Context: an optimization exercise on an open-source flow, tuned for small area, a short achievable clock period and few clock cycles per item. The choices shown serve that exercise and are no tape-out recipe.

==> 03-12: inputs <==
==> flow/design.v (excerpt) <==
module sha256_engine (
    input  wire         clk,
    input  wire         rst,         
    input  wire         in_valid,
    output wire         in_ready,
    input  wire [31:0]  in_data,
    input  wire         in_init,     
    input  wire         in_sha224,   
    output reg          out_valid,
    output wire [255:0] out_digest
);
clock: 10.0 ns
lec_check: 0
cap_margin: 20
core_margin: 2
core_utilization: 40
place_density: 0.6
slew_margin: 20
run.sh (not shown) runs the stock make flow with config.mk's settings and CLKGATE_MAP_FILE= SYNTH_SCRIPT=/design/flow/synth_recipe.tcl, a recipe that flattens the netlist after the stock synthesis.
==> inputs of 01-06, as changes to 03-12 <==
--- a/flow/design.v
+++ b/flow/design.v
@@ -28,12 +28,13 @@
     reg [31:0] p;               
     reg [31:0] w [0:15];        
     integer i;
     wire hi    = (t[5:4] == 2'b11);
     wire xfer  = ibv & hi & (t[3:0] == cnt);
-    wire start = (t == 6'd63) & ibv & (cnt == 4'd15);
-    wire ivld  = run & (t == 6'd0) & cinit;
+    reg  start;      
+    reg  ld_alt;     
+    reg  ivld;       
     assign in_ready   = ~ibv | xfer;
     assign out_digest = {h0, az, ay, ax, h4, ez, ey, ex};
     wire       accept = in_valid & in_ready;
     wire [3:0] idx    = cnt + {3'd0, ibv};
     reg [31:0] k_n;
@@ -71,10 +72,30 @@
             6'd58:   k_n = 32'h8cc70208; 6'd59:   k_n = 32'h90befffa;
             6'd60:   k_n = 32'ha4506ceb; 6'd61:   k_n = 32'hbef9a3f7;
             6'd62:   k_n = 32'hc67178f2; default  k_n = 32'h428a2f98;
         endcase
     end
+    function [31:0] add_bk(input [31:0] u, input [31:0] v);
+        reg [31:0] gg, pp, p0;
+        integer s, j;
+        begin
+            gg = u & v;
+            p0 = u ^ v;
+            pp = p0;
+            for (s = 1; s < 32; s = s * 2)
+                for (j = 2*s-1; j < 32; j = j + 2*s) begin
+                    gg[j] = gg[j] | (pp[j] & gg[j-s]);
+                    pp[j] = pp[j] & pp[j-s];
+                end
+            for (s = 8; s >= 1; s = s / 2)
+                for (j = 3*s-1; j < 32; j = j + 2*s) begin
+                    gg[j] = gg[j] | (pp[j] & gg[j-s]);
+                    pp[j] = pp[j] & pp[j-s];
+                end
+            add_bk = p0 ^ {gg[30:0], 1'b0};
+        end
+    endfunction
     wire [255:0] iv_p = p224 ? IV224 : IV256;
     wire [255:0] iv_c = c224 ? IV224 : IV256;
     wire [31:0] s1  = {e[5:0], e[31:6]} ^ {e[10:0], e[31:11]} ^ {e[24:0], e[31:25]};
     wire [31:0] s0  = {a[1:0], a[31:2]} ^ {a[12:0], a[31:13]} ^ {a[21:0], a[31:22]};
     wire [31:0] chv = (e & f) ^ (~e & g);
@@ -102,18 +123,31 @@
     wire [31:0] e2cs = {e2c[30:0], 1'b0};
     wire [31:0] e3s  = e2s ^ e2cs ^ chv;
     wire [31:0] e3c  = (e2s & e2cs | e2s & chv | e2cs & chv);
     wire [31:0] e3cs = {e3c[30:0], 1'b0};
     wire [31:0] e_r  = e3s + e3cs;
-    wire [31:0] suma = ax + (fin ? a : 32'd0);
-    wire [31:0] sume = ex + (fin ? e : 32'd0);
+    wire [31:0] suma = add_bk(ax, fin ? a : 32'd0);
+    wire [31:0] sume = add_bk(ex, fin ? e : 32'd0);
     wire [31:0] ss0    = {w[1][6:0], w[1][31:7]} ^ {w[1][17:0], w[1][31:18]} ^ (w[1] >> 3);
     wire [31:0] ss1    = {w[14][16:0], w[14][31:17]} ^ {w[14][18:0], w[14][31:19]} ^ (w[14] >> 10);
-    wire [31:0] w_next = ss1 + w[9] + ss0 + w[0];
+    wire [31:0] w1s    = w[9] ^ w[0] ^ ss0;
+    wire [31:0] w1c    = (w[9] & w[0] | w[9] & ss0 | w[0] & ss0);
+    wire [31:0] w1cs   = {w1c[30:0], 1'b0};
+    wire [31:0] w2s    = w1s ^ w1cs ^ ss1;
+    wire [31:0] w2c    = (w1s & w1cs | w1s & ss1 | w1cs & ss1);
+    wire [31:0] w_next = add_bk(w2s, {w2c[30:0], 1'b0});
     wire [31:0] gp     = start ? (pinit ? iv_p[31:0] : ey) : g;
-    wire [31:0] p_next = gp + k_n + w[1];
-    wire ld_alt = start & (pinit | ~run);    
+    wire [31:0] p1s    = gp ^ k_n ^ w[1];
+    wire [31:0] p1c    = (gp & k_n | gp & w[1] | k_n & w[1]);
+    wire [31:0] p_next = add_bk(p1s, {p1c[30:0], 1'b0});
+    wire [5:0] tn   = start ? 6'd0 :
+                      (t == 6'd63 || (~run & cnt == 4'd0 & ~ibv)) ? 6'd48 : t + 6'd1;
+    wire       runn = start | (run & t != 6'd63);
+    wire       ibvn = accept | (ibv & ~xfer);
+    wire [3:0] cntn = cnt + {3'd0, xfer};
+    wire       pinn = (accept & idx == 4'd0) ? in_init : pinit;
+    wire       stn  = (tn == 6'd63) & ibvn & (cntn == 4'd15);
     always @(posedge clk) begin
         for (i = 0; i < 15; i = i + 1)
             w[i] <= w[i+1];
         if (run & ~hi)
             w[15] <= w_next;
@@ -163,26 +197,23 @@
             ibv       <= 1'b0;
             out_valid <= 1'b0;
             last      <= 1'b0;
             fin       <= 1'b0;
             rot       <= 1'b0;
+            start     <= 1'b0;
+            ld_alt    <= 1'b0;
+            ivld      <= 1'b0;
         end else begin
             out_valid <= last;
             last      <= run & (t == 6'd62);
             fin       <= run & (t == 6'd60 || t == 6'd61 || t == 6'd62);
             rot       <= (t == 6'd60 || t == 6'd61 || t == 6'd62);
-            ibv       <= accept | (ibv & ~xfer);
-            if (xfer)
-                cnt <= cnt + 4'd1;
-            if (start)
-                t <= 6'd0;
-            else if (t == 6'd63 || (~run & cnt == 4'd0 & ~ibv))
-                t <= 6'd48;
-            else
-                t <= t + 6'd1;
-            if (start)
-                run <= 1'b1;
-            else if (t == 6'd63)
-                run <= 1'b0;
+            ibv       <= ibvn;
+            cnt       <= cntn;
+            t         <= tn;
+            run       <= runn;
+            start     <= stn;
+            ld_alt    <= stn & (pinn | ~runn);
+            ivld      <= start & pinit;
         end
     end
 endmodule
==> inputs of 11-16, as changes to 03-12 <==
--- a/flow/design.v
+++ b/flow/design.v
@@ -19,21 +19,23 @@
     reg        ibv;         
     reg [31:0] ib;
     reg        pinit, p224;    
     reg        cinit, c224;    
     reg        last;           
+    reg  [1:0] lya, lye;       
     reg        fin;            
     reg        rot;            
     reg [31:0] h0, ax, ay, az, h4, ex, ey, ez;
     reg [31:0] a, b, c, d, e, f, g, h;
     reg [31:0] p;               
     reg [31:0] w [0:15];        
     integer i;
     wire hi    = (t[5:4] == 2'b11);
     wire xfer  = ibv & hi & (t[3:0] == cnt);
-    wire start = (t == 6'd63) & ibv & (cnt == 4'd15);
-    wire ivld  = run & (t == 6'd0) & cinit;
+    reg  start;      
+    reg  ld_alt;     
+    reg  ivld;       
     assign in_ready   = ~ibv | xfer;
     assign out_digest = {h0, az, ay, ax, h4, ez, ey, ex};
     wire       accept = in_valid & in_ready;
     wire [3:0] idx    = cnt + {3'd0, ibv};
     reg [31:0] k_n;
@@ -71,18 +73,38 @@
             6'd58:   k_n = 32'h8cc70208; 6'd59:   k_n = 32'h90befffa;
             6'd60:   k_n = 32'ha4506ceb; 6'd61:   k_n = 32'hbef9a3f7;
             6'd62:   k_n = 32'hc67178f2; default  k_n = 32'h428a2f98;
         endcase
     end
+    function [31:0] add_bk(input [31:0] u, input [31:0] v);
+        reg [31:0] gg, pp, p0;
+        integer s, j;
+        begin
+            gg = u & v;
+            p0 = u ^ v;
+            pp = p0;
+            for (s = 1; s < 32; s = s * 2)
+                for (j = 2*s-1; j < 32; j = j + 2*s) begin
+                    gg[j] = gg[j] | (pp[j] & gg[j-s]);
+                    pp[j] = pp[j] & pp[j-s];
+                end
+            for (s = 8; s >= 1; s = s / 2)
+                for (j = 3*s-1; j < 32; j = j + 2*s) begin
+                    gg[j] = gg[j] | (pp[j] & gg[j-s]);
+                    pp[j] = pp[j] & pp[j-s];
+                end
+            add_bk = p0 ^ {gg[30:0], 1'b0};
+        end
+    endfunction
     wire [255:0] iv_p = p224 ? IV224 : IV256;
     wire [255:0] iv_c = c224 ? IV224 : IV256;
     wire [31:0] s1  = {e[5:0], e[31:6]} ^ {e[10:0], e[31:11]} ^ {e[24:0], e[31:25]};
     wire [31:0] s0  = {a[1:0], a[31:2]} ^ {a[12:0], a[31:13]} ^ {a[21:0], a[31:22]};
     wire [31:0] chv = (e & f) ^ (~e & g);
     wire [31:0] mjv = (a & b) ^ (a & c) ^ (b & c);
-    wire [31:0] ya  = last ? h0 : 32'd0;
-    wire [31:0] ye  = last ? h4 : 32'd0;
+    wire [31:0] ya  = {lya[1] ? h0[31:16] : 16'd0, lya[0] ? h0[15:0] : 16'd0};
+    wire [31:0] ye  = {lye[1] ? h4[31:16] : 16'd0, lye[0] ? h4[15:0] : 16'd0};
     wire [31:0] a1s  = p ^ s1 ^ chv;
     wire [31:0] a1c  = (p & s1 | p & chv | s1 & chv);
     wire [31:0] a1cs = {a1c[30:0], 1'b0};
     wire [31:0] a2s  = ya ^ s0 ^ mjv;
     wire [31:0] a2c  = (ya & s0 | ya & mjv | s0 & mjv);
@@ -92,28 +114,38 @@
     wire [31:0] a3cs = {a3c[30:0], 1'b0};
     wire [31:0] a4s  = a3s ^ a3cs ^ a2cs;
     wire [31:0] a4c  = (a3s & a3cs | a3s & a2cs | a3cs & a2cs);
     wire [31:0] a4cs = {a4c[30:0], 1'b0};
     wire [31:0] a_r  = a4s + a4cs;
-    wire [31:0] e1s  = d ^ p ^ ye;
-    wire [31:0] e1c  = (d & p | d & ye | p & ye);
-    wire [31:0] e1cs = {e1c[30:0], 1'b0};
-    wire [31:0] e2s  = e1s ^ e1cs ^ s1;
-    wire [31:0] e2c  = (e1s & e1cs | e1s & s1 | e1cs & s1);
+    wire [31:0] e2s  = a1s ^ a1cs ^ d;
+    wire [31:0] e2c  = (a1s & a1cs | a1s & d | a1cs & d);
     wire [31:0] e2cs = {e2c[30:0], 1'b0};
-    wire [31:0] e3s  = e2s ^ e2cs ^ chv;
-    wire [31:0] e3c  = (e2s & e2cs | e2s & chv | e2cs & chv);
+    wire [31:0] e3s  = e2s ^ e2cs ^ ye;
+    wire [31:0] e3c  = (e2s & e2cs | e2s & ye | e2cs & ye);
     wire [31:0] e3cs = {e3c[30:0], 1'b0};
     wire [31:0] e_r  = e3s + e3cs;
-    wire [31:0] suma = ax + (fin ? a : 32'd0);
-    wire [31:0] sume = ex + (fin ? e : 32'd0);
+    wire [31:0] suma = add_bk(ax, fin ? a : 32'd0);
+    wire [31:0] sume = add_bk(ex, fin ? e : 32'd0);
     wire [31:0] ss0    = {w[1][6:0], w[1][31:7]} ^ {w[1][17:0], w[1][31:18]} ^ (w[1] >> 3);
     wire [31:0] ss1    = {w[14][16:0], w[14][31:17]} ^ {w[14][18:0], w[14][31:19]} ^ (w[14] >> 10);
-    wire [31:0] w_next = ss1 + w[9] + ss0 + w[0];
+    wire [31:0] w1s    = w[9] ^ w[0] ^ ss0;
+    wire [31:0] w1c    = (w[9] & w[0] | w[9] & ss0 | w[0] & ss0);
+    wire [31:0] w1cs   = {w1c[30:0], 1'b0};
+    wire [31:0] w2s    = w1s ^ w1cs ^ ss1;
+    wire [31:0] w2c    = (w1s & w1cs | w1s & ss1 | w1cs & ss1);
+    wire [31:0] w_next = add_bk(w2s, {w2c[30:0], 1'b0});
     wire [31:0] gp     = start ? (pinit ? iv_p[31:0] : ey) : g;
-    wire [31:0] p_next = gp + k_n + w[1];
-    wire ld_alt = start & (pinit | ~run);    
+    wire [31:0] p1s    = gp ^ k_n ^ w[1];
+    wire [31:0] p1c    = (gp & k_n | gp & w[1] | k_n & w[1]);
+    wire [31:0] p_next = add_bk(p1s, {p1c[30:0], 1'b0});
+    wire [5:0] tn   = start ? 6'd0 :
+                      (t == 6'd63 || (~run & cnt == 4'd0 & ~ibv)) ? 6'd48 : t + 6'd1;
+    wire       runn = start | (run & t != 6'd63);
+    wire       ibvn = accept | (ibv & ~xfer);
+    wire [3:0] cntn = cnt + {3'd0, xfer};
+    wire       pinn = (accept & idx == 4'd0) ? in_init : pinit;
+    wire       stn  = (tn == 6'd63) & ibvn & (cntn == 4'd15);
     always @(posedge clk) begin
         for (i = 0; i < 15; i = i + 1)
             w[i] <= w[i+1];
         if (run & ~hi)
             w[15] <= w_next;
@@ -161,28 +193,31 @@
             t         <= 6'd48;
             cnt       <= 4'd0;
             ibv       <= 1'b0;
             out_valid <= 1'b0;
             last      <= 1'b0;
+            lya       <= 2'b00;
+            lye       <= 2'b00;
             fin       <= 1'b0;
             rot       <= 1'b0;
+            start     <= 1'b0;
+            ld_alt    <= 1'b0;
+            ivld      <= 1'b0;
         end else begin
             out_valid <= last;
             last      <= run & (t == 6'd62);
+            lya[0]    <= run & (t == 6'd62);
+            lya[1]    <= fin & (t == 6'd62);
+            lye[0]    <= run & (t[5:1] == 5'd31) & ~t[0];
+            lye[1]    <= fin & (t[5:1] == 5'd31) & ~t[0];
             fin       <= run & (t == 6'd60 || t == 6'd61 || t == 6'd62);
             rot       <= (t == 6'd60 || t == 6'd61 || t == 6'd62);
-            ibv       <= accept | (ibv & ~xfer);
-            if (xfer)
-                cnt <= cnt + 4'd1;
-            if (start)
-                t <= 6'd0;
-            else if (t == 6'd63 || (~run & cnt == 4'd0 & ~ibv))
-                t <= 6'd48;
-            else
-                t <= t + 6'd1;
-            if (start)
-                run <= 1'b1;
-            else if (t == 6'd63)
-                run <= 1'b0;
+            ibv       <= ibvn;
+            cnt       <= cntn;
+            t         <= tn;
+            run       <= runn;
+            start     <= stn;
+            ld_alt    <= stn & (pinn | ~runn);
+            ivld      <= start & pinit;
         end
     end
 endmodule
SETUP_SLACK_MARGIN = 5   (was not set)
==> results.yml <==
global_routing:
  grtUsageMet1_pct: 35.9
  use_met3_pct: 5.87
critical_path:
  cp_top_family: "compound AO/OA/AOI/OAI gates"
  timing.rr.start: "w[1][8]$_DFF_P_"
  crit_fanout: 5
  slowest_delay_ns: 0.57
clock_network:
  cts_buffers: 116
layout:
  antenna_cells: 5
  seq_share_pct: 39.0
detailed_routing:
  routed_wl_mm: 198
  firstDrtPassIters: 6
placement:
  dp.cells: 6864
  dpl.hpwl_mm: 147
die:
  die_y_um: 372
status:
  status: "complete, no violations"
The numbers above come from 11-16.

==> results.yml <==
status:
  status: "complete, no violations"
detailed_routing:
  firstDrtPassIters: 8
  routed_wl_mm: 196
clock_network:
  cts_buffers: 111
die:
  die_y_um: 373
critical_path:
  slowest_delay_ns: 0.78
  cp_top_family: "adder cells"
  timing.rr.start: "last$_SDFF_PP0_"
global_routing:
  grtUsageMet1_pct: 36.8
  use_met3_pct: 5.42
layout:
  seq_share_pct: 39.1
The numbers above come from 03-12.

==> results.yml <==
status:
  status: "complete, no violations"
timing:
  setup_tns_ns: 0
critical_path:
  slowest_delay_ns: 0.79
  timing.rr.start: "e[19]$_DFF_P_"
  crit_fanout: 6
  cp_top_family: "adder cells"
layout:
  seq_share_pct: 39.7
  antenna_cells: 1
detailed_routing:
  routed_wl_mm: 193
  firstDrtPassIters: 6
placement:
  dp.cells: 6955
  dpl.hpwl_mm: 148
clock_network:
  cts_buffers: 116
global_routing:
  grtUsageMet1_pct: 35.4
  use_met3_pct: 4.45
The numbers above come from 01-06.

Function was not checked in any run of this note: the RTL went through the layout flow alone.

[re-timing with driven ports]
How much do the figures lean on ideal ports? The routed layouts below were timed once more, with nothing changed but the port constraints.
Step 1 assumes that a clkbuf_16 drives the clock port and a buf_2 every other input.
Step 2 also shifts input and output timing later by t, the mid clock arrival at the registers, as if the neighbouring blocks saw the same clock.
Three values: no drivers, after step 1, after step 2; two values: the first two.
| run | t, ns | setup slack, ns | worst setup path at the end | latest minus earliest clock arrival (ns) |
|---|---|---|---|---|
| 03-12 | 0.808 | 3.683 / 3.683 / 3.683 | register to register | 0.069 / 0.069 |
| 01-06 | 0.820 | 3.993 / 3.993 / 3.993 | register to register | 0.050 / 0.050 |
| 11-16 | 0.829 | 4.650 / 4.650 / 4.332 | input to register | 0.062 / 0.062 |
After both steps every run listed still meets setup and hold. For 11-16, which loses most, drivers alone change the setup slack by 0.000 ns; drivers and shift together by -0.318 ns.
